What follows belongs to an exercise in optimizing a design on an open flow for small area, a short achievable clock period and few clock cycles per item; a production flow would make more cautious choices. At most, simulation tests tie the RTL to the original design; equivalence was not proved.

Design ecc79_codec, start of the top module:
module ecc79_codec (
    input  wire        clk,
    input  wire        rst,
    input  wire        in_valid,
    input  wire        in_mode,
    input  wire [78:0] in_word,
    output reg         out_valid,
    output reg  [78:0] out_word,
    output reg  [1:0]  out_status
);
==> flow/config.mk <==
export PLATFORM = sky130hd
export DESIGN_NAME = ecc79_codec
export DESIGN_NICKNAME = ecc79_codec
export VERILOG_FILES = /design/flow/design.v
export SDC_FILE = /design/flow/constraint.sdc
export NUM_CORES = 4
export LEC_CHECK = 0
export CAP_MARGIN = 20
export CORE_MARGIN = 2
export CORE_UTILIZATION = 50
export SETUP_SLACK_MARGIN = 0.5
export SLEW_MARGIN = 20
==> flow/constraint.sdc <==
create_clock -name core_clock -period 17.0 [get_ports {clk}]
set_input_delay 3.4000 -clock core_clock [delete_from_list [all_inputs] [get_ports {clk}]]
set_output_delay 3.4000 -clock core_clock [all_outputs]
set_load 0.01 [all_outputs]
standard.sh (not shown) runs the stock make flow with config.mk's settings and CLKGATE_MAP_FILE= SYNTH_SCRIPT=/design/flow/synth_recipe.tcl, a recipe that flattens the netlist after the stock synthesis.
==> flow/flow/run.sh <==
#!/bin/bash
# Standard synthesis and layout, with two changes: the port buffers use buf_1
# instead of the buffer_ports default (a delay buffer, clkdlybuf4s50_1), and
# timing repair aims for more setup slack than the clock period needs.
set -euo pipefail
bash standard.sh 'BUFFER_PORTS_ARGS=-buffer_cell sky130_fd_sc_hd__buf_1' \
    SETUP_SLACK_MARGIN=8.4 finish > standard.log 2>&1
Edit:
- CORE_UTILIZATION: 50 -> 40
Worst setup slack loses 3.2 ps.
Routed wire length grows by 4.2%.
Final cell count grows by 3.5%.
Non-clock buffer count shrinks by 7.
Utilization shrinks by 12 points.
Area after synthesis does not change.
Hold slack loses 9.9 ps.
Critical path depth shrinks by 3.
Function was not checked in any run of this note: the RTL went through the layout flow alone.


Another version of the RTL of ecc79_codec (not shown whole).
Size in the first run: ~1400 cells after synthesis, ~97 flip-flops, about 12000 um2 of cells after synthesis.
==> flow/design.v (excerpt) <==
module ecc79_codec (
    input  wire        clk,
    input  wire        rst,
    input  wire        in_valid,
    input  wire        in_mode,
    input  wire [78:0] in_word,
    output reg         out_valid,
    output reg  [78:0] out_word,
    output reg  [1:0]  out_status
);
export LEC_CHECK = 0
export CAP_MARGIN = 20
export CORE_MARGIN = 2
export CORE_UTILIZATION = 40
export SETUP_SLACK_MARGIN = 0.5
export SLEW_MARGIN = 20
create_clock -name core_clock -period 17.0 [get_ports {clk}]
==> flow/flow/run.sh <==
#!/bin/bash
# Standard synthesis and layout, with two changes: the port buffers use buf_1
# instead of the buffer_ports default (a delay buffer, clkdlybuf4s50_1), and
# timing repair after global routing aims for more setup slack than the clock
# period needs (the earlier stages keep the design's margin).
set -euo pipefail
bash standard.sh 'BUFFER_PORTS_ARGS=-buffer_cell sky130_fd_sc_hd__buf_1' \
    cts > standard_cts.log 2>&1
bash standard.sh 'BUFFER_PORTS_ARGS=-buffer_cell sky130_fd_sc_hd__buf_1' \
    SETUP_SLACK_MARGIN=8.4 finish > standard.log 2>&1
The first run completed with no timing, DRC or antenna violations.
Testbench counts at the start, summed over its fixed seeds: cycles 4,800, items 4,800.
Edit:
==> flow/flow/run.sh (replaced) <==
#!/bin/bash
# Standard synthesis and layout, with two changes: the port buffers use buf_1
# instead of the buffer_ports default (a delay buffer, clkdlybuf4s50_1), and
# timing repair aims for more setup slack than the clock period needs.
set -euo pipefail
bash standard.sh 'BUFFER_PORTS_ARGS=-buffer_cell sky130_fd_sc_hd__buf_1' \
    SETUP_SLACK_MARGIN=8.4 RECOVER_POWER=100 finish > standard.log 2>&1
- Now the flow finished with capacitance limit, slew limit left
- hold slack degrades by 3.2 ps
- utilization fell by 1.4 points
- die area is unchanged
- worst setup slack got worse by 3200 ps
- via count shrinks by 0.61%
- final area fell by 3.0%
- wire length hardly moves
- flip-flop and latch count stays the same
- global-route usage increases by 0.42 points
- non-clock buffer count went down by 1
Edit:
--- a/flow/flow/run.sh
+++ b/flow/flow/run.sh
@@ -6,2 +6,2 @@
 bash standard.sh 'BUFFER_PORTS_ARGS=-buffer_cell sky130_fd_sc_hd__buf_1' \
-    SETUP_SLACK_MARGIN=8.4 RECOVER_POWER=100 finish > standard.log 2>&1
+    SETUP_SLACK_MARGIN=9 finish > standard.log 2>&1
With this change the flow produced a clean layout.
Via count rises by 12%.
Cell area rises by 27%.
Worst hold slack degrades by 6.8 ps.


ecc79_codec again, from the RTL that the note above started with.
## ecc79_codec
module ecc79_codec (
    input  wire        clk,
    input  wire        rst,
    input  wire        in_valid,
    input  wire        in_mode,
    input  wire [78:0] in_word,
    output reg         out_valid,
    output reg  [78:0] out_word,
    output reg  [1:0]  out_status
);
    function [6:0] gf_mul;
        input [6:0] a;
        input [6:0] b;
        integer i;
        reg [6:0] acc;
        reg [6:0] sh;
        begin
            acc = 7'd0;
            sh  = a;
            for (i = 0; i < 7; i = i + 1) begin
                if (b[i]) acc = acc ^ sh;
                sh = {sh[5:0], 1'b0} ^ (sh[6] ? 7'h09 : 7'h00);
            end
            gf_mul = acc;
        end
    endfunction
    function [6:0] inv_cube;    
        input [6:0] a;
        begin
            case (a)
            7'd0: inv_cube = 7'd0;
            7'd1: inv_cube = 7'd1;
            7'd2: inv_cube = 7'd17;
            7'd3: inv_cube = 7'd24;
            7'd4: inv_cube = 7'd19;
            7'd5: inv_cube = 7'd82;
            7'd6: inv_cube = 7'd3;
            7'd7: inv_cube = 7'd122;
            7'd8: inv_cube = 7'd49;
            7'd9: inv_cube = 7'd56;
            7'd10: inv_cube = 7'd40;
            7'd11: inv_cube = 7'd33;
            7'd12: inv_cube = 7'd51;
            7'd13: inv_cube = 7'd4;
            7'd14: inv_cube = 7'd45;
            7'd15: inv_cube = 7'd71;
            7'd16: inv_cube = 7'd23;
            7'd17: inv_cube = 7'd36;
            7'd18: inv_cube = 7'd7;
            7'd19: inv_cube = 7'd88;
            7'd20: inv_cube = 7'd5;
            7'd21: inv_cube = 7'd44;
            7'd22: inv_cube = 7'd21;
            7'd23: inv_cube = 7'd96;
            7'd24: inv_cube = 7'd53;
            7'd25: inv_cube = 7'd30;
            7'd26: inv_cube = 7'd68;
            7'd27: inv_cube = 7'd100;
            7'd28: inv_cube = 7'd80;
            7'd29: inv_cube = 7'd46;
            7'd30: inv_cube = 7'd127;
            7'd31: inv_cube = 7'd103;
            7'd32: inv_cube = 7'd117;
            7'd33: inv_cube = 7'd18;
            7'd34: inv_cube = 7'd64;
            7'd35: inv_cube = 7'd115;
  ...
Settings: LEC_CHECK=0, CAP_MARGIN=20, CORE_MARGIN=2, CORE_UTILIZATION=65, SETUP_SLACK_MARGIN=0.5, SLEW_MARGIN=20; clock period 17.0 ns.
==> flow/flow/run.sh <==
#!/bin/bash
# Standard synthesis and layout, with two changes: the port buffers use buf_1
# instead of the buffer_ports default (a delay buffer, clkdlybuf4s50_1), and
# timing repair aims for more setup slack than the clock period needs.
set -euo pipefail
bash standard.sh 'BUFFER_PORTS_ARGS=-buffer_cell sky130_fd_sc_hd__buf_1' \
    SETUP_SLACK_MARGIN=8.4 finish > standard.log 2>&1
Testbench counts at the start, summed over its fixed seeds: cycles 4,800, items 4,800.
Rerun with:
==> flow/run.sh (new file) <==
#!/bin/bash
# synth_recipe.tcl (not shown) runs the flow's synth.tcl, then flattens the netlist and writes it again
# the make line also repeats each setting of config.mk as NAME=value (left out here)
make -C /OpenROAD-flow-scripts/flow DESIGN_CONFIG=/design/flow/config.mk WORK_HOME=/design/flow/orfs CLKGATE_MAP_FILE= SYNTH_SCRIPT=/design/flow/synth_recipe.tcl finish
--- a/flow/config.mk
+++ b/flow/config.mk
@@ -9,3 +9,3 @@
 export CORE_MARGIN = 2
-export CORE_UTILIZATION = 65
+export CORE_UTILIZATION = 40
 export SETUP_SLACK_MARGIN = 0.5
removed: flow/flow/run.sh
removed: flow/standard.sh
Outcome: Synthesized area stays the same. Setup slack degrades by 2300 ps. Sequential share of layout area shrinks by 0.57 points.


ecc79_codec again, from the RTL that the note above started with.
Settings: LEC_CHECK=0, CAP_MARGIN=20, CORE_MARGIN=2, CORE_UTILIZATION=40, SETUP_SLACK_MARGIN=0.5, SLEW_MARGIN=20; clock period 17.0 ns.
==> flow/flow/run.sh <==
#!/bin/bash
# Standard synthesis and layout, with two changes: the port buffers use buf_1
# instead of the buffer_ports default (a delay buffer, clkdlybuf4s50_1), and
# timing repair aims for more setup slack than the clock period needs.
set -euo pipefail
bash standard.sh 'BUFFER_PORTS_ARGS=-buffer_cell sky130_fd_sc_hd__buf_1' \
    SETUP_SLACK_MARGIN=7.7 finish > standard.log 2>&1
Testbench counts at the start, summed over its fixed seeds: cycles 4,800, items 4,800.
Edit:
--- a/flow/flow/run.sh
+++ b/flow/flow/run.sh
@@ -7 +7 @@
-    SETUP_SLACK_MARGIN=7.7 finish > standard.log 2>&1
+    SETUP_SLACK_MARGIN=7 finish > standard.log 2>&1
The new run went through all stages and came out clean. Cell area shrinks slightly. Setup slack is worse by 410 ps. Area after synthesis does not change. Maximum frequency shrinks by a few percent. Core utilization shrinks by 0.41 points. Count of clock-buffer cells in the layout stays the same.
Edit:
--- a/flow/flow/run.sh
+++ b/flow/flow/run.sh
@@ -7 +7 @@
-    SETUP_SLACK_MARGIN=7 finish > standard.log 2>&1
+    SETUP_SLACK_MARGIN=8.4 finish > standard.log 2>&1
The new run finished clean.
Area after synthesis stays the same.
Die area stays the same.
Wire length increases by 3.0%.
Final area increases by 6.0%.
Final cell count increases by 1.3%.
Worst setup slack gains 1100 ps.
Via count increases by 2.1%.
Worst hold slack barely changes.
Non-clock buffer count increases by 25.


ecc79_codec again, from the RTL that the note above started with.
==> flow/design.v (excerpt) <==
module ecc79_codec (
    input  wire        clk,
    input  wire        rst,
    input  wire        in_valid,
    input  wire        in_mode,
    input  wire [78:0] in_word,
    output reg         out_valid,
    output reg  [78:0] out_word,
    output reg  [1:0]  out_status
);
clock: 17.0 ns
lec_check: 0
cap_margin: 20
core_margin: 2
core_utilization: 40
setup_slack_margin: 0.5
slew_margin: 20
==> flow/flow/run.sh <==
#!/bin/bash
# Standard synthesis and layout, with two changes: the port buffers use buf_1
# instead of the buffer_ports default (a delay buffer, clkdlybuf4s50_1), and
# timing repair aims for more setup slack than the clock period needs.
set -euo pipefail
bash standard.sh 'BUFFER_PORTS_ARGS=-buffer_cell sky130_fd_sc_hd__buf_1' \
    SETUP_SLACK_MARGIN=8.6 finish > standard.log 2>&1
Testbench counts at the start, summed over its fixed seeds: cycles 4,800, items 4,800.
Edit:
--- a/flow/flow/run.sh
+++ b/flow/flow/run.sh
@@ -7 +7 @@
-    SETUP_SLACK_MARGIN=8.6 finish > standard.log 2>&1
+    SETUP_SLACK_MARGIN=8.2 finish > standard.log 2>&1
Setup slack loses 0.36 ns. Synthesized cell count stays the same. Hold slack is about the same. Area after synthesis stays the same. Design area decreases by 3.9%. Utilization decreases by 1.9 points. Wire length increases by 1.2%.
Edit:
==> flow/flow/run.sh (replaced) <==
#!/bin/bash
# Standard synthesis and layout; the port buffers use buf_1 instead of the
# buffer_ports default (a delay buffer, clkdlybuf4s50_1).
set -euo pipefail
bash standard.sh 'BUFFER_PORTS_ARGS=-buffer_cell sky130_fd_sc_hd__buf_1' finish > standard.log 2>&1
After rerunning: Clock-buffer cell count does not change; synthesized area stays the same; non-clock buffer count decreases by 21; die area stays the same; first-iteration DRC count goes down by about 2.7%; setup slack got worse by 1.4 ns.

[static timing again, ports no longer ideal]
The results above use ideal ports. As a check the final layouts listed here were re-extracted and re-timed, cells and wires unchanged.
Step 1 assumes that a clkbuf_16 drives the clock port and a buf_2 every other input.
Step 2 also shifts input and output timing later by t, the mid clock arrival at the registers, as if the neighbouring blocks saw the same clock.
a / b / c = ideal / step 1 / step 2; a / b = the first two.
| run | t, ns | setup WS [ns] | worst data-port slew with drivers (ns) |
|---|---|---|---|
| the first run of note 1 | 0.405 | 8.541 / 8.539 / 8.164 | 0.07 |
| the second run of note 1 | 0.398 | 8.537 / 8.553 / 8.155 | 0.07 |
| the first run of note 2 | 0.393 | 8.465 / 8.479 / 8.086 | 0.08 |
| the second run of note 2 | 0.395 | 5.288 / 5.301 / 4.906 | 0.08 |
| the third run of note 2 | 0.412 | 8.842 / 8.861 / 8.448 | 0.08 |
| the first run of note 3 | 0.404 | 8.513 / 8.536 / 8.132 | 0.05 |
| the second run of note 3 | 0.407 | 6.260 / 6.216 / 6.509 | 0.06 |
| the first run of note 4 | 0.396 | 7.904 / 7.922 / 7.527 | 0.08 |
| the second run of note 4 | 0.396 | 7.497 / 7.489 / 7.104 | 0.08 |
| the third run of note 4 | 0.393 | 8.557 / 8.570 / 8.183 | 0.08 |
| the first run of note 5 | 0.397 | 8.697 / 8.713 / 8.317 | 0.09 |
| the second run of note 5 | 0.393 | 8.339 / 8.349 / 7.956 | 0.08 |
| the third run of note 5 | 0.395 | 6.975 / 6.933 / 7.076 | 0.08 |
For the third run of note 2, which loses most, drivers alone change the setup slack by +0.019 ns; drivers and shift together by -0.394 ns.
